This design comes from an exercise in tuning for small area, a short achievable clock period and few clock cycles per item on the open sky130 flow, not from production work. Function was checked by simulation only, so behaviour that the tests miss may differ from the original. No activity file was given, so power comes from the tool's default toggle rates.

[run.sh]
#!/bin/bash
# synth_recipe.tcl (not shown) runs the flow's synth.tcl, then flattens the netlist and writes it again
# the make line also repeats each setting of config.mk as NAME=value (left out here)
make -C /OpenROAD-flow-scripts/flow DESIGN_CONFIG=/design/flow/config.mk WORK_HOME=/design/flow/orfs CLKGATE_MAP_FILE= SYNTH_SCRIPT=/design/flow/synth_recipe.tcl finish
[constraint.sdc]
create_clock -name core_clock -period 10.0 [get_ports {clk}]
set_input_delay 2.0000 -clock core_clock [delete_from_list [all_inputs] [get_ports {clk}]]
set_output_delay 2.0000 -clock core_clock [all_outputs]
set_load 0.01 [all_outputs]
[config.mk]
export PLATFORM = sky130hd
export DESIGN_NAME = seg_predict
export DESIGN_NICKNAME = seg_predict
export VERILOG_FILES = /design/flow/design.v
export SDC_FILE = /design/flow/constraint.sdc
export NUM_CORES = 4
export LEC_CHECK = 0
export CAP_MARGIN = 20
export CELL_PAD_IN_SITES_DETAIL_PLACEMENT = 1
export CORE_MARGIN = 2
export CORE_UTILIZATION = 45
export SETUP_SLACK_MARGIN = 5
export SLEW_MARGIN = 20
[design.v]
module seg_norm (
    input  wire [31:0] x,
    output wire [31:0] y,
    output wire [4:0]  s
);
    reg [4:0] c;
    integer i;
    always @(*) begin
        c = 5'd0;
        for (i = 0; i < 32; i = i + 1)
            if (x[i]) c = 5'd31 - i[4:0];
    end
    assign s = c;
    assign y = x << c;
endmodule
module seg_div (
    input  wire [31:0] r,
    input  wire [1:0]  sb,
    input  wire [31:0] d,
    output wire [31:0] rn,
    output wire [1:0]  dig
);
    wire [34:0] a  = {1'b0, r, sb};
    wire [34:0] b1 = ~{3'b000, d};
    wire [34:0] b2 = ~{2'b00, d, 1'b0};
    wire [34:0] t1 = a + b1 + 35'd1;
    wire [34:0] t2 = a + b2 + 35'd1;
    wire [34:0] cs = a ^ b1 ^ b2;
    wire [34:0] cc = (a & b1) | (a & b2) | (b1 & b2);
    wire [34:0] t3 = cs + {cc[33:0], 1'b1} + 35'd1;
    wire ge1 = ~t1[34];
    wire ge2 = ~t2[34];
    wire ge3 = ~t3[34];
    assign dig = {ge2, ge3 | (ge1 & ~ge2)};
    assign rn  = ge3 ? t3[31:0] : ge2 ? t2[31:0] : ge1 ? t1[31:0] : a[31:0];
endmodule
module seg_predict (
    input  wire        clk,
    input  wire        rst,
    input  wire        start,
    output wire        ready,
    output reg         done,
    input  wire        normal,       
    input  wire [31:0] p,            
    input  wire [23:0] gp,           
    input  wire [23:0] gn,           
    input  wire [16:0] alpha,        
    input  wire [47:0] ovs,          
    input  wire [15:0] blank,        
    input  wire [15:0] wlo,          
    input  wire [15:0] whi,          
    output reg  [31:0] phat,
    output reg  [31:0] rate,
    output reg  [31:0] acc,
    output reg  [35:0] tb,
    output reg  [35:0] tlo,
    output reg  [35:0] thi,
    output reg         early,
    output reg         floor_hit
);
    localparam S_C1 = 0, S_C2 = 1, S_C3 = 2, S_WAITM = 3, S_PHPRE = 4, S_PH = 5,
               S_PHPOST = 6, S_NRM = 7, S_W = 8, S_WV = 9, S_A = 10, S_APOST = 11,
               S_FIN = 12;
    localparam NS_ = 13;
    localparam M_SPAN = 0, M_P1 = 1, M_P2 = 2, M_SKIP = 3, M_RDIV = 4,
               M_WV1 = 5, M_WV2 = 6, M_RPOST = 7, M_DONE = 8;
    localparam NM_ = 9;
    localparam T_VDIV = 0, T_WAIT = 2, T_THR = 3;
    localparam NT_ = 4;
    reg [NS_-1:0] st;
    reg [NM_-1:0] mst;
    reg [NT_-1:0] tst;
    reg           rdy;
    assign ready = rdy;
    reg        rNorm;
    reg [31:0] rP;       
    reg [3:0]  rPx;      
    reg [23:0] rGN;      
    reg [18:0] rZ;       
    reg [48:0] rOVS;     
    reg [47:0] rX;       
    reg [4:0]  sgp, sgn, sph, sk;
    reg [3:0]  mJ2;      
    reg [43:0] ACC;      
    reg [49:0] Y;        
    reg [49:0] QR;       
    reg [31:0] R, D;
    reg [5:0]  cnt, mcnt, tcnt;
    reg        pf2, OV, OVR, wneg, wvreq, mfin2, rfin, tfin, vdone, thr_req;
    reg [1:0]  ssrc;     
    reg [1:0]  sbr;      
    reg [7:0]  kc;       
    reg        p9;       
    reg        ms0;      
    reg        mp1n;     
    reg        a16, a32, g1, g2, gh1, gh2, y1, y2, yh1, yh2, lon, hin;
    reg        t0, TS;
    reg [1:0]  tk;
    reg [2:0]  ti;
    reg [2:0]  btl, bth;
    reg  [31:0] nx;      
    wire [31:0] ny;
    wire [4:0]  ns;
    seg_norm u_norm (.x(nx), .y(ny), .s(ns));
    wire abig  = |QR[47:31];
    wire azero = ~|QR[30:0];
    reg [7:0] K;
    always @(*) begin
        case (1'b1)
        st[S_NRM]:   K = kc + {3'd0, ns};
        st[S_PHPRE]: K = kc;
        default:     K = azero & ~abig ? 8'hFF :
                         kc + (abig ? 8'd17 : (8'd0 - {3'd0, ns}));
        endcase
    end
    wire [5:0] cI  = K[7] ? 6'd0 : K[6:1];
    wire [5:0] cph  = kc[7] ? 6'd0 : kc[6:1];      
    wire [5:0] cph1 = (|cph) ? cph - 6'd1 : 6'd0;
    wire       cf2 = ~K[0];
    wire [31:0] Rn;
    wire [1:0]  dig;
    seg_div u_div (.r(R), .sb(sbr), .d(D), .rn(Rn), .dig(dig));
    wire div_st   = st[S_PH] | st[S_W] | st[S_A];
    wire div_iter = div_st & (|cnt);
    wire div_end  = div_st & ~|cnt[5:1];      
    wire last1    = ~pf2 & (cnt == 6'd1);
    wire [48:0] q    = {1'b0, Y[49:2]};
    wire        rb   = Y[1];
    wire        lb   = Y[0];
    wire        rbn  = rb & (lb | (|R));          
    wire        inv  = st[S_APOST] & wneg;        
    wire [31:0] qq   = inv ? ~q[31:0] : q[31:0];
    wire [31:0] inc  = qq + {31'd0, inv ? ~rbn : rb};
    wire        sat32   = (|q[48:32]) | ((&q[31:0]) & rb);
    wire [31:0] phat_v  = (OV | sat32) ? 32'hFFFF_FFFF :
                          ((~|q) & ~rb) ? 32'd1 : inc[31:0];
    wire        asat_p  = OV | (|q[48:31]) | ((&q[30:0]) & rb);
    wire        asat_n  = OV | (|q[48:32]) | (q[31] & ((|q[30:0]) | rbn));
    wire [31:0] acc_v   = wneg ? (asat_n ? 32'h8000_0000 : inc[31:0])
                               : (asat_p ? 32'h7FFF_FFFF : inc[31:0]);
    function [2:0] booth;        
        input [2:0] b;
        case (b)
        3'b001, 3'b010: booth = 3'b001;
        3'b011:         booth = 3'b010;
        3'b100:         booth = 3'b110;
        3'b101, 3'b110: booth = 3'b101;
        default:        booth = 3'b000;
        endcase
    endfunction
    wire [2:0] bz8 = booth(rZ[18:16]);
    wire [2:0] bz7 = booth(rZ[16:14]);
    wire [2:0] bz6 = booth(rZ[14:12]);
    wire [2:0] bzh = booth(rZ[12:10]);           
    wire [2:0] bzl = booth(rZ[10:8]);            
    wire       p9n = (mJ2 == 4'd9) && (mcnt == 6'd2);
    wire [2:0] bpl = booth(p9n ? {2'b00, rP[3]} : rP[5:3]);
    wire [2:0] bph = booth(p9n ? 3'b000 : rP[7:5]);
    wire [2:0] bp0 = booth({rP[1:0], 1'b0});
    wire [2:0] bp1 = booth(rP[3:1]);
    wire [49:0] mX = ({50{mst[M_SPAN]}} & {2'd0, rGN, 24'd0})
                   | ({50{a16}} & {22'd0, rGN, 4'd0})
                   | ({50{a32}} & {21'd0, rGN, 5'd0})
                   | ({50{mp1n}} & {Y[45:0], 4'd0})
                   | ({50{mst[M_P2]}} & {{6{ACC[43]}}, ACC})
                   | ({50{mst[M_RDIV]}} & {{16{ACC[32]}}, ACC[32:0], rOVS[16]})
                   | ({50{mst[M_WV1]}} & {1'b0, q})
                   | ({50{mst[M_RPOST]}} & {18'd0, rP});
    wire [49:0] mL = ({50{g1}} & {26'd0, rGN})
                   | ({50{g2}} & {25'd0, rGN, 1'b0})
                   | ({50{y1}} & Y)
                   | ({50{y2}} & {Y[48:0], 1'b0})
                   | ({50{mst[M_SPAN]}} & {2'd0, rOVS[47:0]})
                   | ({50{mst[M_RDIV]}} & {18'd0, D})
                   | ({50{mst[M_WV1]}} & {1'b0, QR[49:1]})
                   | ({50{mst[M_WV2]}} & QR)
                   | ({50{mst[M_RPOST]}} & {49'd0, rPx[0]});
    wire [49:0] mH = ({50{gh1}} & {24'd0, rGN, 2'd0})
                   | ({50{gh2}} & {23'd0, rGN, 3'd0})
                   | ({50{yh1}} & {Y[47:0], 2'd0})
                   | ({50{yh2}} & {Y[46:0], 3'd0});
    wire        mln = lon | mst[M_SPAN] | mst[M_WV1] | (mst[M_WV2] & wneg) | (mst[M_RDIV] & ~ACC[32]);
    wire [49:0] mLx = mL ^ {50{mln}};
    wire [49:0] mHx = mH ^ {50{hin}};
    wire [49:0] mcs = mX ^ mLx ^ mHx;
    wire [49:0] mcc = (mX & mLx) | (mX & mHx) | (mLx & mHx);
    wire        mci = mst[M_WV1] ? ~QR[0] : mln;
    wire [49:0] mS  = mcs + {mcc[48:0], hin | (mst[M_WV1] & rb)} + {49'd0, mci};
    wire        m_last = mst[M_P2] && (mcnt == 6'd1);
    wire        mfin   = mst[M_SKIP] || m_last;
    wire [26:0] fa0 = {1'b0, rOVS[47:22]};
    wire [26:0] fb1 = ~{3'd0, rGN};
    wire [26:0] fb2 = ~{2'd0, rGN, 1'b0};
    wire [26:0] fcs = fa0 ^ fb1 ^ fb2;
    wire [26:0] fcc = (fa0 & fb1) | (fa0 & fb2) | (fb1 & fb2);
    wire [26:0] fd  = fcs + {fcc[25:0], 1'b1} + 27'd1;
    wire        flr = ~fd[26];
    wire [35:0] tcur = thi;
    wire        tv  = tst[T_VDIV];
    wire [36:0] tX  = tv ? {{3{thi[32]}}, thi[32:0], 1'b0} :
                      t0 ? 37'd4095 : {{5{TS}}, tcur[35:4]};
    wire [36:0] tL  = tv ? {5'd0, tb[31:0]} :
                      btl[1] ? {4'd0, phat, 1'b0} : btl[0] ? {5'd0, phat} : 37'd0;
    wire [36:0] tH  = tv ? 37'd0 :
                      bth[1] ? {2'd0, phat, 3'd0} : bth[0] ? {3'd0, phat, 2'd0} : 37'd0;
    wire        tln = tv ? ~thi[32] : btl[2];
    wire        thn = ~tv & bth[2];
    wire [36:0] tLx = tL ^ {37{tln}};
    wire [36:0] tHx = tH ^ {37{thn}};
    wire [36:0] tcs = tX ^ tLx ^ tHx;
    wire [36:0] tcc = (tX & tLx) | (tX & tHx) | (tLx & tHx);
    wire [36:0] tS  = tcs + {tcc[35:0], thn} + {36'd0, tln};
    wire        t4  = ti[2];
    wire [35:0] tnew = t4 ? {tS[31:0], tcur[3:0]} : tS[35:0];
    wire        tdone = tfin | (tst[T_THR] & tk[1] & t4);
    wire        rdone = rfin | mst[M_RPOST];
    always @(posedge clk) begin
        done <= 1'b0;
        if (rst) begin
            st   <= {NS_{1'b0}};
            mst  <= {NM_{1'b0}};
            tst  <= {NT_{1'b0}};
            rdy  <= 1'b1;
        end else begin
            case (1'b1)
            mst[M_SPAN]: begin
                rOVS      <= flr ? {3'd0, rGN, 22'd0} : mS[48:0];
                floor_hit <= flr;
                mst  <= 1 << M_P1;
                mcnt <= 6'd3;
                ms0  <= 1'b1;
                mp1n <= 1'b0;
                a32  <= (bz8 == 3'b101);
                a16  <= (bz8 == 3'b000);
                gh2  <= bz7[1];
                gh1  <= bz7[0];
                hin  <= ~bz7[2] & (bz7[1] | bz7[0]);
                g2   <= bz6[1];
                g1   <= bz6[0];
                lon  <= ~bz6[2] & (bz6[1] | bz6[0]);
            end
            mst[M_P1]: begin
                Y    <= mS;
                rZ   <= {rZ[14:0], 4'd0};
                ms0  <= 1'b0;
                mp1n <= |mcnt;
                a16  <= 1'b0;
                a32  <= 1'b0;
                mcnt <= mcnt - 6'd1;
                if (mcnt == 6'd0) begin
                    mst  <= 1 << M_P2;
                    mcnt <= {2'd0, mJ2};
                    ACC  <= 44'd0;
                    p9   <= 1'b0;
                    gh2  <= 1'b0;
                    gh1  <= 1'b0;
                    g2   <= 1'b0;
                    g1   <= 1'b0;
                    y2   <= bp0[1];
                    y1   <= bp0[0];
                    lon  <= bp0[2];
                    yh2  <= bp1[1];
                    yh1  <= bp1[0];
                    hin  <= bp1[2];
                end else begin
                    gh2  <= bzh[1];
                    gh1  <= bzh[0];
                    hin  <= ~bzh[2] & (bzh[1] | bzh[0]);
                    g2   <= bzl[1];
                    g1   <= bzl[0];
                    lon  <= ~bzl[2] & (bzl[1] | bzl[0]);
                end
            end
            mst[M_P2]: begin
                ACC  <= mS[47:4];
                rP   <= {mS[3:0], rP[31:4]};
                rPx  <= p9 ? rP[3:0] : 4'd0;
                p9   <= p9n;
                y2   <= bpl[1];
                y1   <= bpl[0];
                lon  <= bpl[2];
                yh2  <= bph[1];
                yh1  <= bph[0];
                hin  <= bph[2];
                mcnt <= mcnt - 6'd1;
                if (mcnt == 6'd1) begin
                    mst <= 1 << M_SKIP;
                    sk  <= 5'd0;
                    y2  <= 1'b0;
                    y1  <= 1'b0;
                    lon <= 1'b0;
                    yh2 <= 1'b0;
                    yh1 <= 1'b0;
                    hin <= 1'b0;
                end
            end
            mst[M_SKIP]: begin
                if (~rOVS[47] & ~st[S_NRM]) begin
                    rOVS <= {rOVS[47:0], 1'b0};
                    sk   <= sk + 5'd1;
                end
            end
            mst[M_RDIV]: begin
                if (wvreq & vdone) begin
                    mst <= 1 << M_WV1;
                end else if (|mcnt) begin
                    ACC[32:0] <= mS[32:0];
                    {rP, rPx[0]} <= {rP[30:0], rPx[0], ~mS[33]};
                    OVR  <= OVR | rP[31];
                    rOVS <= {rOVS[47:0], 1'b0};
                    mcnt <= mcnt - 6'd1;
                    if (mcnt == 6'd1) mst <= 1 << M_RPOST;
                end else
                    mst <= 1 << M_RPOST;
            end
            mst[M_WV1]: begin
                QR    <= mS;
                wneg  <= mS[49];
                wvreq <= 1'b0;
                mst   <= 1 << M_WV2;
            end
            mst[M_WV2]: begin
                QR    <= mS;
                nx    <= {mS[30:0], 1'b0};
                mfin2 <= 1'b1;
                mst   <= rfin ? (1 << M_DONE) : (1 << M_RDIV);
            end
            mst[M_RPOST]: begin
                rate <= (OVR | mS[32]) ? 32'hFFFF_FFFF : mS[31:0];
                rfin <= 1'b1;
                mst  <= 1 << M_DONE;
            end
            mst[M_DONE]: begin
                if (wvreq & vdone) begin
                    mst <= 1 << M_WV1;
                end
            end
            default: ;
            endcase
            case (1'b1)
            tst[T_VDIV]: begin
                if (|tcnt) begin
                    thi[32:0] <= tS[32:0];
                    QR   <= {QR[48:0], ~tS[36]};
                    tcnt <= tcnt - 6'd1;
                    if (tcnt == 6'd1) begin
                        vdone <= 1'b1;
                        tst   <= 1 << T_WAIT;
                    end
                end else begin
                    vdone <= 1'b1;
                    tst   <= 1 << T_WAIT;
                end
            end
            tst[T_WAIT]: begin
                if (thr_req | st[S_NRM]) begin
                    tst <= 1 << T_THR;
                    tk  <= 2'd0;
                    ti  <= 3'd0;
                    t0  <= 1'b1;
                    btl <= booth({rX[1:0], 1'b0});
                    bth <= booth(rX[3:1]);
                end
            end
            tst[T_THR]: begin
                thi <= tnew;
                if (t0) begin
                    tlo <= thi;
                    tb  <= tlo;
                end
                TS <= tS[36];
                if (t4) begin
                    ti  <= 3'd0;
                    t0  <= 1'b1;
                    tk  <= tk + 2'd1;
                    btl <= booth({rX[1:0], 1'b0});
                    bth <= booth(rX[3:1]);
                    if (tk[1]) begin
                        tst  <= {NT_{1'b0}};
                        tfin <= 1'b1;
                    end
                end else begin
                    t0  <= 1'b0;
                    rX  <= {4'd0, rX[47:4]};
                    ti  <= ti + 3'd1;
                    btl <= (ti == 3'd3) ? booth({2'b00, rX[3]}) : booth(rX[5:3]);
                    bth <= (ti == 3'd3) ? 3'b000 : booth(rX[7:5]);
                end
            end
            default: ;
            endcase
            if (div_iter) begin
                R   <= Rn;
                cnt <= cnt - 6'd1;
                if (last1) begin
                    Y  <= {Y[46:0], dig, 1'b0};
                    OV <= OV | (|Y[49:47]);
                end else begin
                    Y  <= {Y[47:0], dig};
                    OV <= OV | (|Y[49:48]);
                end
                case (ssrc)
                2'd1: begin
                    {ACC, rP, rPx} <= {ACC[41:0], rP, rPx, 2'b00};
                    sbr <= ACC[7:6];
                end
                2'd3: begin
                    QR  <= {QR[47:0], 2'b00};
                    sbr <= QR[14:13];
                end
                default: sbr <= 2'b00;
                endcase
            end
            if (~|st) begin
                if (start) begin
                    rNorm <= normal;
                    rP    <= p;
                    D     <= {gp, 8'd0};
                    rGN   <= gn;
                    rZ    <= {alpha[16], alpha, 1'b0};
                    rOVS  <= {1'b0, ovs[47] ? 48'd0 : ovs};
                    rX    <= {whi, wlo, blank};
                    nx    <= {gn, 8'd0};
                    early <= ovs[47];
                    rdy   <= 1'b0;
                    tfin  <= 1'b0;
                    rfin  <= 1'b0;
                    mfin2 <= 1'b0;
                    wvreq <= 1'b0;
                    vdone <= 1'b0;
                    thr_req <= 1'b0;
                    mst   <= 1 << M_SPAN;
                    mp1n  <= 1'b0;
                    st    <= 1 << S_C1;
                    {a16, a32, g1, g2, gh1, gh2, y1, y2, yh1, yh2, lon, hin} <= 12'd0;
                end
            end
            case (1'b1)
            st[S_C1]: begin
                rGN <= ny[31:8];
                sgn <= ns;
                nx  <= D;
                st  <= 1 << S_C2;
            end
            st[S_C2]: begin
                D   <= ny;
                sgp <= ns;
                nx  <= rP;
                st  <= 1 << S_C3;
            end
            st[S_C3]: begin
                mJ2   <= (5'd18 - {1'b0, ns[4:1]} - {4'd0, ns[0]}) >> 1;
                tb[31:0]  <= ny;
                thi[32:0] <= {2'd0, D[31:1]};
                QR    <= 50'd0;
                tcnt  <= (6'd18 + {1'b0, ns} < {1'b0, sgp}) ? 6'd0 :
                         6'd18 + {1'b0, ns} - {1'b0, sgp};
                tst   <= rNorm ? (1 << T_VDIV) : (1 << T_WAIT);
                st    <= 1 << S_WAITM;
            end
            st[S_WAITM]: begin
                kc <= 8'd4 + {2'd0, mJ2, 2'd0} + {3'd0, sgp} - {3'd0, sgn};
                if (mfin) st <= 1 << S_PHPRE;
            end
            st[S_PHPRE]: begin
                if (~|ACC[40:39]) begin
                    R   <= {1'b0, ACC[38:8]};
                    {ACC, rP, rPx} <= {ACC[41:0], rP, rPx, 2'b00};
                    sbr <= ACC[7:6];
                    cnt <= cph1;
                end else begin
                    R   <= {1'b0, ACC[40:10]};
                    sbr <= ACC[9:8];
                    cnt <= cph;
                end
                Y     <= 50'd0;
                OV    <= 1'b0;
                pf2   <= cf2;
                ssrc  <= 2'd1;
                kc    <= 8'd19 - {3'd0, sgn};
                st    <= 1 << S_PH;
            end
            st[S_PH]: if (div_end) st <= 1 << S_PHPOST;
            st[S_PHPOST]: begin
                phat <= phat_v;
                nx   <= phat_v;
                st   <= 1 << S_NRM;
            end
            st[S_NRM]: begin
                D       <= ny;
                sph     <= ns;
                thr_req <= 1'b1;
                mst   <= 1 << M_RDIV;
                ACC[32:0] <= {2'b0, rOVS[47:17]};
                {rP, rPx[0]} <= 33'd0;
                OVR   <= 1'b0;
                mcnt  <= (6'd18 + {1'b0, ns} < {1'b0, sk}) ? 6'd0 :
                         6'd18 + {1'b0, ns} - {1'b0, sk};
                R     <= {1'b0, rGN, 7'd0};
                Y     <= 50'd0;
                OV    <= 1'b0;
                cnt   <= cI;
                pf2   <= cf2;
                ssrc  <= 2'd0;
                sbr   <= 2'b00;
                st    <= rNorm ? (1 << S_W) : (1 << S_FIN);
                if (!rNorm) acc <= 32'd0;
            end
            st[S_W]: begin
                kc <= 8'd18 + {3'd0, sph};
                if (div_end) begin
                    wvreq <= 1'b1;
                    st    <= 1 << S_WV;
                end
            end
            st[S_WV]: begin
                if (mfin2) begin
                    Y     <= 50'd0;
                    OV    <= 1'b0;
                    cnt   <= cI;
                    pf2   <= cf2;
                    if (abig) begin
                        R    <= {1'b0, QR[47:17]};
                        ssrc <= 2'd3;
                        sbr  <= QR[16:15];
                    end else begin
                        R    <= {1'b0, ny[31:1]};
                        ssrc <= 2'd0;
                        sbr  <= 2'b00;
                    end
                    st <= 1 << S_A;
                end
            end
            st[S_A]: if (div_end) st <= 1 << S_APOST;
            st[S_APOST]: begin
                acc <= acc_v;
                st  <= 1 << S_FIN;
                if (tdone & rdone) begin
                    done <= 1'b1;
                    rdy  <= 1'b1;
                    st   <= {NS_{1'b0}};
                end
            end
            st[S_FIN]: begin
                if (tdone & rdone) begin
                    done <= 1'b1;
                    rdy  <= 1'b1;
                    st   <= {NS_{1'b0}};
                end
            end
            default: ;
            endcase
        end
    end
endmodule
==> reports/metrics.yaml, run 1 <==
global_route:
  use_met2_pct: 74.7
  antenna_found_initial: 81
  grt_usage_pct: 52.8
  grt_first_pass_wirelength_um: 581000
  grtUsageMet1_pct: 61.2
  use_met3_pct: 21.2
  busiest_layer: "met2"
  grt_start_max_net_pins: 206
  first_global_vias: 75409
  overflow: 0
floorplanning:
  die_h_um: 393
  core_area_um2: 150000
  die_area_um2: 154000
  start_util_pct: 45.3
  fp.dieW_um: 393
  pin_count: 405
  rows: 142
sta:
  fin_ws_ns: 4.41
  max-slew-margin-rel_pct: 8.83
  worstMarginPinSlew_ns: 1.35
  rsz0062_at_grt: "true"
  fmax_mhz: 179
  report.final.slew_viol_count: 0
  fin_crit_sh_pct: 55.9
  skew_ns: 0.0454
  min_period_ns: 5.59
  setup_viol: 0
  finalHoldViolCount: 0
route:
  num_vias: 80463
  wirelength_um: 433000
  drcViolationCount: 0
  ant_nets: 0
  drtIter0Drc: 14375
  dr.pass1.iters: 11
  avgRoutedWirePerCell_um: 40.2
  vias_per_cell: 7.47
critical_path:
  required_ns: 10.57
  worstSetupPathType: "reg2reg"
  end_kind: "flip-flop"
  critical_path.startpoint_type: "flip-flop"
  crit_path_max_fanout: 4
  crit_arrival_ns: 6.16
clocking:
  numCtsBuffers: 94
  clock_latency_ns: 0.78
  cts_sinks: 740
  htree_levels: 3
  path_clk_slew_ns: 0.06
  cts_tree: "done"
  root_buffer: "clkbuf_16"
  clk_path_buf_depth: 3
final_layout:
  ff_latch_area_um2: 22000
  fillers: 17112
  design_area_um2: 85900
  drive_above_1_share_pct: 17.9
  synthToLayoutAreaGrowth_pct: 26.4
  multi_input_area_um2: 45500
  layout.nets: 9232
run_status:
  outcome: "finished clean"
power:
  irDropWorstVdd_mv: 0.291
  power_density_nw_per_um2: 279
  p_leak_nw: 31.8
yosys:
  yosysTopAreaCellShare_pct: 31.5
  synth_commonest_cells: "nand2_1, a21oi_1, edfxtp_1"
  async_flop_share_pct: 0
  synthCells: 8055
  synth_seq_cells: 740
  synth_warnings: 2
  synth_edf_count: 713
  syn_area_um2: 68000
  avgSynthCellArea_um2: 8.44
  synth_top_area_cell: "edfxtp_1"
  ys.flop_type: "edfxtp_1"
  synth_most_common_cell: "nand2_1"
  yosysSeqAreaShare_pct: 32.3
  yosysUniqueCellTypes: 114
  synth_nets: 8676
  ys_top_cells_by_area: "edfxtp_1, nand2_1, a21oi_1"
min_path:
  hp-class: "reg2reg"
placed_design:
  post-place-ws_ns: 3.58
  io_buffers: 404
  gp_congestion: 1.06
  dpl_cell_area_um2: 74100
  detailed_place_hpwl_um: 299000
run:
  cap_violations: 0
## placed cells by master, fill, tap and decap left out, drive strengths merged, types with 58 or more instances in the layout
cell type	instances
nor2	556
a22oi	326
nand4	66
fa	154
o211ai	186
a21oi	733
nand2	1013
diode	58
o22a	60
xnor2	269
a31oi	72
xor2	140
nor2b	64
nor3	144
o21ai	540
nor4	59
nand3	184
edfxtp	713
ha	270
inv	324
o22ai	93
and3	80
o221ai	64
mux2i	189
a221oi	89
clkbuf	129
buf	746
a211oi	176
clkdlybuf4s50	403
a21o	87
## final timing paths
path | from | endpoint | slack (ns) | depth (start not counted)
setup / recovery | rOVS[0] | QR[48] | 4.41 | 18
hold / removal | tlo[34] | tb[34] | 0.45 | 0
setup reg to reg | rOVS[0] | QR[48] | 4.41 | 18
hold reg to reg | tlo[34] | tb[34] | 0.45 | 0
## registers in the layout, summed over array words and instances (netlist names), 36 cells and up
signal and flops:
thi 36, Y 50, tb 36, rOVS 48, rX 48, QR 50
tlo 36, ACC 44
## per-stage QoR
step                      util [%]  instances  TNS (ns)  power [W]  hold WS (ns)
after floorplan                  -       8055    -63.37    0.00948         0.487
after global placement        49.3      10015         0     0.0140         0.435
after detailed placement      49.4      10019         0     0.0142         0.447
after CTS                     54.4      10476         0     0.0207         0.456
after global routing          57.2      10725         0     0.0241         0.475
final                         57.3      10765         0     0.0240         0.455
## where the power goes
part | switching [W] | internal [W] | leakage, nW
clock | 0.00168 | 0.00208 | 1.57
combinational | 0.00950 | 0.00626 | 23.2
sequential | 0.000607 | 0.00383 | 7.05
## cells by family (layout without fill, tap and decap cells)
family / count (synthesis) / after routing / synth area share, %
adders and majority gates: 424 / 424 / 9.50
AOI/OAI and AO/OA: 2870 / 2870 / 28.2
DFF: 740 / 740 / 32.3
other: 0 / 58 / 0
buffers and inverters: 1045 / 1679 / 5.97
and+or+nand+nor: 2357 / 2359 / 15.6
muxes: 210 / 210 / 3.14
xor gates and xnor gates: 409 / 409 / 5.27
## area by class of cell
type,instances,area share [%]
clock inverter,59,0.786
clock buffer,117,2.96
antenna,58,0.169
timing repair buffer,1165,13.1
sequential,740,25.6
inverter,337,1.58
timing repair inverter,1,0.0131
tap,2016,2.94
multi-input combinational,6272,52.9
## routing by layer
metal  part of all wire [%]  vias to the layer above
met1                     33                    39131
met5                   0.11                        -
li1                       -                    31298
met2                     40                     7462
met3                     15                     2524
met4                     11                       48
## worst max-delay path, stage by stage (launching register included)
cell      delay, ns
edfxtp_1       0.57
a222oi_1       0.70
nand3_1        0.25
xor2_1         0.21
fa_1           0.50
inv_2          0.04
fa_2           0.37
fa_2           0.35
nand2b_4       0.15
nand3b_1       0.12
a21o_1         0.20
nand3_4        0.13
a21o_4         0.26
a211o_4        0.39
o21ai_4        0.25
a221o_1        0.24
a21o_1         0.19
xnor2_2        0.11
a311oi_2       0.32
## repair_timing
item | 4_1_cts | 5_1_grt
endpoints found under the setup margin | 335 | 288
gates resized for setup | 394 | 494
hold endpoints to repair | 0 | 0
pin swaps | 148 | 259
setup buffers | 273 | 216
cloned | 8 | 10
hold buffers | 0 | 0
Testbench counts, summed over its fixed seeds: cycles 133,957, items 2,400.
==> inputs of run 2 (changes only) <==
==> config.mk (replaced) <==
export PLATFORM = sky130hd
export DESIGN_NAME = seg_predict
export DESIGN_NICKNAME = seg_predict
export VERILOG_FILES = /design/flow/design.v
export SDC_FILE = /design/flow/constraint.sdc
export NUM_CORES = 4
export LEC_CHECK = 0
export CAP_MARGIN = 35
export CORE_MARGIN = 2
export CORE_UTILIZATION = 48
export SETUP_SLACK_MARGIN = 4.5
export SLEW_MARGIN = 35
==> reports/metrics.yaml, run 2 <==
clocking:
  clk_path_buf_depth: 3  # unchanged
  path_clk_slew_ns: 0.07  # about the same
  htree_levels: 3  # unchanged
  cts_sinks: 740  # unchanged
  numCtsBuffers: 94  # unchanged
  cts_tree: "done"
  root_buffer: "clkbuf_16"
  clock_latency_ns: 0.79  # about the same
sta:
  fmax_mhz: 180  # +0.54%
  max-slew-margin-rel_pct: 26.2  # +17 points
  rsz0062_at_grt: "true"
  fin_hold_ws_ns: 0.453  # -0.00209 ns
  skew_ns: 0.0541  # +0.00866 ns
  setup_viol: 0  # unchanged
  report.final.slew_viol_count: 0  # unchanged
  fin_crit_sh_pct: 55.6  # -0.30 points
  min_period_ns: 5.56  # -0.0303 ns
  finalHoldViolCount: 0  # unchanged
  tns_ns: 0  # unchanged
  worstMarginPinSlew_ns: 1.11  # -0.246 ns
power:
  irDropWorstVdd_mv: 0.381  # +31%
  p_leak_nw: 28.8  # -9.3%
  power_density_nw_per_um2: 242  # -13%
critical_path:
  required_ns: 10.49  # -0.08 ns
  crit_arrival_ns: 6.05  # -0.11 ns
  crit_path_max_fanout: 32  # +28
  worstSetupPathType: "reg2reg"
  end_kind: "flip-flop"
  critical_path.startpoint_type: "flip-flop"
route:
  ant_nets: 0  # unchanged
  dr.pass1.iters: 12  # +1
  vias_per_cell: 7.31  # -2.2%
  num_vias: 74523  # -7.4%
  wirelength_um: 377000  # -13%
  drtIter0Drc: 14115  # -1.8%
  drcViolationCount: 0  # unchanged
  avgRoutedWirePerCell_um: 36.9  # -8.2%
yosys:
  syn_area_um2: 68000  # unchanged
  yosysUniqueCellTypes: 114  # unchanged
  synthCells: 8055  # unchanged
  synth_most_common_cell: "nand2_1"
  yosysTopAreaCellShare_pct: 31.5  # unchanged
  synth_nets: 8676  # unchanged
  synth_seq_cells: 740  # unchanged
  synth_top_area_cell: "edfxtp_1"
  ys_top_cells_by_area: "edfxtp_1, nand2_1, a21oi_1"
  avgSynthCellArea_um2: 8.44  # unchanged
  async_flop_share_pct: 0  # unchanged
  yosysSeqAreaShare_pct: 32.3  # unchanged
  synth_commonest_cells: "nand2_1, a21oi_1, edfxtp_1"
  ys.flop_type: "edfxtp_1"
  synth_edf_count: 713  # unchanged
  synth_warnings: 2  # unchanged
placed_design:
  gp_congestion: 1.08  # +1.8%
  detailed_place_hpwl_um: 274000  # -8.3%
  io_buffers: 404  # unchanged
final_layout:
  final_cell_mix: "nand2_1, a21oi_1, edfxtp_1"
  drive_above_1_share_pct: 9.21  # -8.7 points
  reg_top3: "QR (50), Y (50)"
  mostFrequentLayoutCell: "nand2_1"
  synthToLayoutAreaGrowth_pct: 16.0
  layout.nets: 8821  # -4.5%
  fillers: 12922  # -24%
floorplanning:
  pin_count: 405  # unchanged
  die_area_um2: 145000  # -6.2%
  rows: 138  # -2.8%
  start_util_pct: 48.2  # +2.9 points
  fp.dieW_um: 380  # -3.1%
  core_area_um2: 141000  # -5.9%
  die_h_um: 380  # -3.1%
global_route:
  overflow: 0  # unchanged
  antenna_found_initial: 49  # -40%
  first_global_vias: 66814  # -11%
  grt_start_max_net_pins: 175  # -15%
  grt_first_pass_wirelength_um: 519000  # -11%
  grt_usage_pct: 49.9  # -2.9 points
run:
  cap_violations: 0  # unchanged
run_status:
  outcome: "finished clean"
min_path:
  hp-class: "reg2reg"
==> run 2: final cells by class <==
type | instances | area (µm²) | area share (%)
multi-input cells | 6270 | 42900 | 54.4
flip-flops and latches | 740 | 22000 | 27.9
repair buffers | 757 | 7040 | 8.93
clock buffers | 125 | 2540 | 3.22
well taps | 1890 | 2360 | 3.00
inverters | 337 | 1290 | 1.63
clock inverters | 47 | 653 | 0.828
diodes | 33 | 82.6 | 0.105
==> run 2: worst paths after layout <==
check	slack (ns)	to	startpoint	depth (start not counted)
max	4.44	QR[48]	mst[2]	19
max reg2reg	4.44	QR[48]	mst[2]	19
min	0.45	tb[33]	tlo[33]	0
min reg2reg	0.45	tb[33]	tlo[33]	0
==> run 2: kinds of logic (layout without fill, tap and decap cells) <==
| kind of cell | after synthesis | in the layout | synth area share, % |
|---|---|---|---|
| AO/OA/AOI/OAI | 2870 | 2870 | 28.2 |
| XOR/XNOR | 409 | 409 | 5.27 |
| adder cells (fa/ha/maj) | 424 | 424 | 9.50 |
| buffers and inverters | 1045 | 1266 | 5.97 |
| flip-flops | 740 | 740 | 32.3 |
| multiplexers | 210 | 210 | 3.14 |
| other | 0 | 33 | 0 |
| AND/OR/NAND/NOR | 2357 | 2357 | 15.6 |
==> run 2: metal layers <==
| metal | track usage [%] | share of wire (%) | up-vias |
|---|---|---|---|
| met1 | 61.2 | 35 | 35624 |
| met5 | 0.198 | 0.14 | - |
| met4 | 40.0 | 10 | 62 |
| met3 | 20.7 | 15 | 1824 |
| met2 | 68.1 | 39 | 6552 |
| li1 | - | - | 30461 |
==> run 2: repair_timing <==
| action | in CTS | in global routing |
|---|---|---|
| setup endpoints to repair | 185 | 141 |
| gates cloned | 0 | 3 |
| resized for setup | 56 | 89 |
| hold buffers | 0 | 0 |
| setup buffers | 26 | 68 |
| pin swaps | 5 | 18 |
==> run 2: stage by stage <==
stage	cells	instance area [µm²]	power [W]	setup WS, ns	utilization, %
6_report	10199	78900	0.0191	4.44	55.9
5_1_grt	10172	78800	0.0193	4.32	55.9
4_1_cts	10092	77600	0.0179	4.41	55.0
3_5_place_dp	9894	73900	0.0140	3.39	52.4
3_3_place_gp	9889	73800	0.0139	3.37	52.3
2_1_floorplan	8055	68000	0.00948	-0.591	-
==> run 2: critical path, cell delays in order, from the launching register on <==
cell	delay [ns]
dfxtp_4	0.60
buf_4	0.33
buf_6	0.34
a22oi_1	0.16
nand2_1	0.10
a221oi_1	0.07
fa_1	0.52
inv_1	0.05
ha_1	0.40
a21o_1	0.22
a21oi_2	0.21
o21ai_0	0.18
o21ai_0	0.28
nor3b_1	0.35
a211o_4	0.22
o21ai_4	0.08
a221o_1	0.38
a21o_1	0.22
xnor2_1	0.34
a311oi_1	0.16
==> run 2: power by group <==
part | switching (W) | internal (W)
logic | 0.00742 | 0.00339
registers | 0.000710 | 0.00383
clock network | 0.00158 | 0.00215
total | 0.00971 | 0.00938
==> inputs of run 3 (changes only) <==
--- a/config.mk
+++ b/config.mk
@@ -8,5 +8,5 @@
 export CAP_MARGIN = 35
 export CORE_MARGIN = 2
 export CORE_UTILIZATION = 48
-export SETUP_SLACK_MARGIN = 4.5
+export SETUP_SLACK_MARGIN = 4.0
 export SLEW_MARGIN = 35
==> reports/metrics.yaml, run 3 <==
run_status:
  outcome: "finished clean"
floorplanning:
  start_util_pct: 48.2  # unchanged
  fp.dieW_um: 380  # unchanged
  rows: 138  # unchanged
  pin_count: 405  # unchanged
  die_area_um2: 145000  # unchanged
  core_area_um2: 141000  # unchanged
  die_h_um: 380  # unchanged
final_layout:
  final_cell_mix: "nand2_1, a21oi_1, edfxtp_1"
  drive_above_1_share_pct: 7.79  # -1.4 points
  design_area_um2: 77700  # -1.4%
  reg_top3: "QR (50), Y (50)"
  fin_util_pct: 55.1  # -0.80 points
  fillers: 13010  # +0.68%
  mostFrequentLayoutCell: "nand2_1"
  layout.nets: 8748  # -0.83%
  synthToLayoutAreaGrowth_pct: 14.3
sta:
  setup_viol: 0  # unchanged
  fin_crit_sh_pct: 60.0  # +4.4 points
  report.final.slew_viol_count: 0  # unchanged
  rsz0062_at_grt: "false"
  fmax_mhz: 167  # -7.3%
  max-slew-margin-rel_pct: 27.3  # +1.1 points
  skew_ns: 0.0549  # +0.000849 ns
  worstMarginPinSlew_ns: 1.09  # -0.0166 ns
  min_period_ns: 6.00  # +0.439 ns
  finalHoldViolCount: 0  # unchanged
  fin_ws_ns: 4.00  # -0.439 ns
clocking:
  clk_path_buf_depth: 3  # unchanged
  ctsHoldBuffers: 0  # unchanged
  htree_levels: 3  # unchanged
  numCtsBuffers: 94  # unchanged
  cts_sinks: 740  # unchanged
  cts_tree: "done"
  clock_latency_ns: 0.78  # about the same
  path_clk_slew_ns: 0.06  # about the same
  root_buffer: "clkbuf_16"
critical_path:
  cp_slowest_cell: "edfxtp_1"
  path_common_cell: "buf_4"
  end_kind: "flip-flop"
  crit_path_max_fanout: 39  # +22%
  required_ns: 10.52  # +0.03 ns
  critical_path.startpoint_type: "flip-flop"
  worstSetupPathType: "reg2reg"
  crit_arrival_ns: 6.52  # +0.47 ns
  cp_cell_sequence: "buf_4 > a22oi_1 > nand4_1 > xnor2_1 > fa_1 > inv_1 > ha_1 > o21ai_1 > nor2_1 > a21o_1 > a31oi_1 > nor2b_1 > xor2_2 > buf_4 > o221ai_1 > o21ai_0 > a21oi_1"
  cp_slowest_stage_delay_ns: 0.69  # +0.09 ns
route:
  vias_per_cell: 7.29  # -0.23%
  wirelength_um: 374000  # -0.85%
  num_vias: 73883  # -0.86%
  dr.pass1.iters: 13  # +1
  ant_nets: 0  # unchanged
  avgRoutedWirePerCell_um: 36.9  # -0.23%
  drtIter0Drc: 14130  # +0.11%
  drcViolationCount: 0  # unchanged
yosys:
  synth_edf_count: 713  # unchanged
  synth_compound_area_share_pct: 28.2  # unchanged
  synthAdderAreaFrac_pct: 9.50  # unchanged
  synth_commonest_cells: "nand2_1, a21oi_1, edfxtp_1"
  syn_area_um2: 68000  # unchanged
  ys.flop_type: "edfxtp_1"
  synth_top_area_cell: "edfxtp_1"
  synth_top_family_by_area: "compound AO/OA/AOI/OAI gates"
  yosysUniqueCellTypes: 114  # unchanged
  synthCells: 8055  # unchanged
  synth_most_common_cell: "nand2_1"
  synth_xor_area_share_pct: 5.27  # unchanged
  async_flop_share_pct: 0  # unchanged
  avgSynthCellArea_um2: 8.44  # unchanged
  yosysTopAreaCellShare_pct: 31.5  # unchanged
  yosysSeqAreaShare_pct: 32.3  # unchanged
  ys_top_cells_by_area: "edfxtp_1, nand2_1, a21oi_1"
  synth_mux_area_share_pct: 3.14  # unchanged
  synthSimpleGateAreaFrac_pct: 15.6  # unchanged
  synth_warnings: 2  # unchanged
  synth_nets: 8676  # unchanged
  synth_seq_cells: 740  # unchanged
power:
  irDropWorstVdd_mv: 0.380  # -0.42%
  power_density_nw_per_um2: 240  # -0.81%
  p_leak_nw: 28.3  # -1.7%
global_route:
  first_global_vias: 66689  # -0.19%
  grt_start_max_net_pins: 175  # unchanged
  grt_first_pass_wirelength_um: 517000  # -0.37%
  antenna_found_initial: 43  # -12%
  grt_usage_pct: 49.6  # -0.25 points
  overflow: 0  # unchanged
placed_design:
  dpl_cell_area_um2: 73900  # unchanged
  post-place-ws_ns: 3.39  # unchanged
  io_buffers: 404  # unchanged
  detailed_place_hpwl_um: 274000  # unchanged
  gp_congestion: 1.08  # unchanged
run:
  cap_violations: 0  # unchanged
min_path:
  hp-class: "reg2reg"
## run 3: layout make-up
type                       instances  area, µm²  share of cell area [%]
sequential                       740      22000                    28.3
clock inverter                    47        653                   0.840
tap                             1890       2360                    3.04
inverter                         337       1280                    1.65
antenna                           42        105                   0.135
clock buffer                     125       2540                    3.27
timing repair buffer             684       6270                    8.07
multi-input combinational       6270      42500                    54.7
## run 3: worst paths after layout
check | end | from | cells past startpoint | slack [ns]
worst max-delay path | ACC[14] | y2 | 17 | 4.00
worst min register to register | tb[32] | tlo[32] | 0 | 0.46
worst max register to register | ACC[14] | y2 | 17 | 4.00
worst min-delay path | tb[32] | tlo[32] | 0 | 0.46
## run 3: what timing repair did
action	4_1_cts	5_1_grt
buffers inserted	5	16
setup endpoints to repair	54	99
pin swaps	0	5
resized for setup	11	36
## run 3: power breakdown
part / switching [W] / internal, W
clock network: 0.00157 / 0.00215
registers: 0.000750 / 0.00383
logic: 0.00718 / 0.00318
total: 0.00950 / 0.00916
## run 3: worst max-delay path, delay by kind of cell, from the launching register on
kind                     cells  cell delay [ns]
AO/OA/AOI/OAI                7             1.93
XOR/XNOR                     2             0.59
adder cells (fa/ha/maj)      2             0.91
buffers and inverters        3             0.92
flip-flops                   1             0.69
AND/OR/NAND/NOR              3             0.64
## run 3: cells by family (layout without fill, tap and decap cells)
logic type / after synthesis / count (layout)
multiplexers: 210 / 210
other: 0 / 42
AND/OR/NAND/NOR: 2357 / 2357
AO/OA/AOI/OAI: 2870 / 2870
XOR/XNOR: 409 / 409
flip-flops: 740 / 740
buffers and inverters: 1045 / 1193
adder cells (fa/ha/maj): 424 / 424
## run 3: per-stage QoR
stage          instances  hold slack (ns)  TNS (ns)  power (W)
6_report           10135            0.455         0     0.0187
5_1_grt            10099            0.480         0     0.0189
4_1_cts            10071            0.454         0     0.0177
3_5_place_dp        9894            0.440         0     0.0140
3_3_place_gp        9889            0.438         0     0.0139
2_1_floorplan       8055            0.487    -63.37    0.00948
## run 3: routing by layer
layer  track usage, %  up-vias  wire, µm
li1                 -    30321         -
met1             61.0    35169    132000
met2             67.8     6633    147000
met3             20.6     1722     57600
met4             39.4       38     37000
met5            0.728        -       364

port drivers added, routing unchanged:
The flow's constraints put no driver on any port. The routed layouts listed below were extracted and timed again, unchanged, in two steps.
Step 1 (the two cells are an assumption about what drives the block):
set clk [get_ports {clk}]
set_driving_cell -lib_cell sky130_fd_sc_hd__clkbuf_16 $clk
set_driving_cell -lib_cell sky130_fd_sc_hd__buf_2 [delete_from_list [all_inputs] $clk]
Step 2, shift: input delay + t, output delay - t, t = (earliest + latest rising clock arrival at the registers) / 2. This alone moves slack from input paths to output paths.
a / b / c = ideal / step 1 / step 2; a / b = the first two.
run	t, ns	slack for setup (ns)	worst setup path after step 2	clock arrival spread, ns
run 1	0.852	4.411 / 4.411 / 4.030	input to register	0.046 / 0.046
run 2	0.849	4.441 / 4.441 / 4.441	register to register	0.063 / 0.063
run 3	0.841	4.002 / 4.002 / 4.002	register to register	0.063 / 0.063
After both steps setup and hold are still met in every run listed. The setup slack of run 1, which loses most, moves by 0.000 ns with the drivers and by -0.381 ns with both steps.
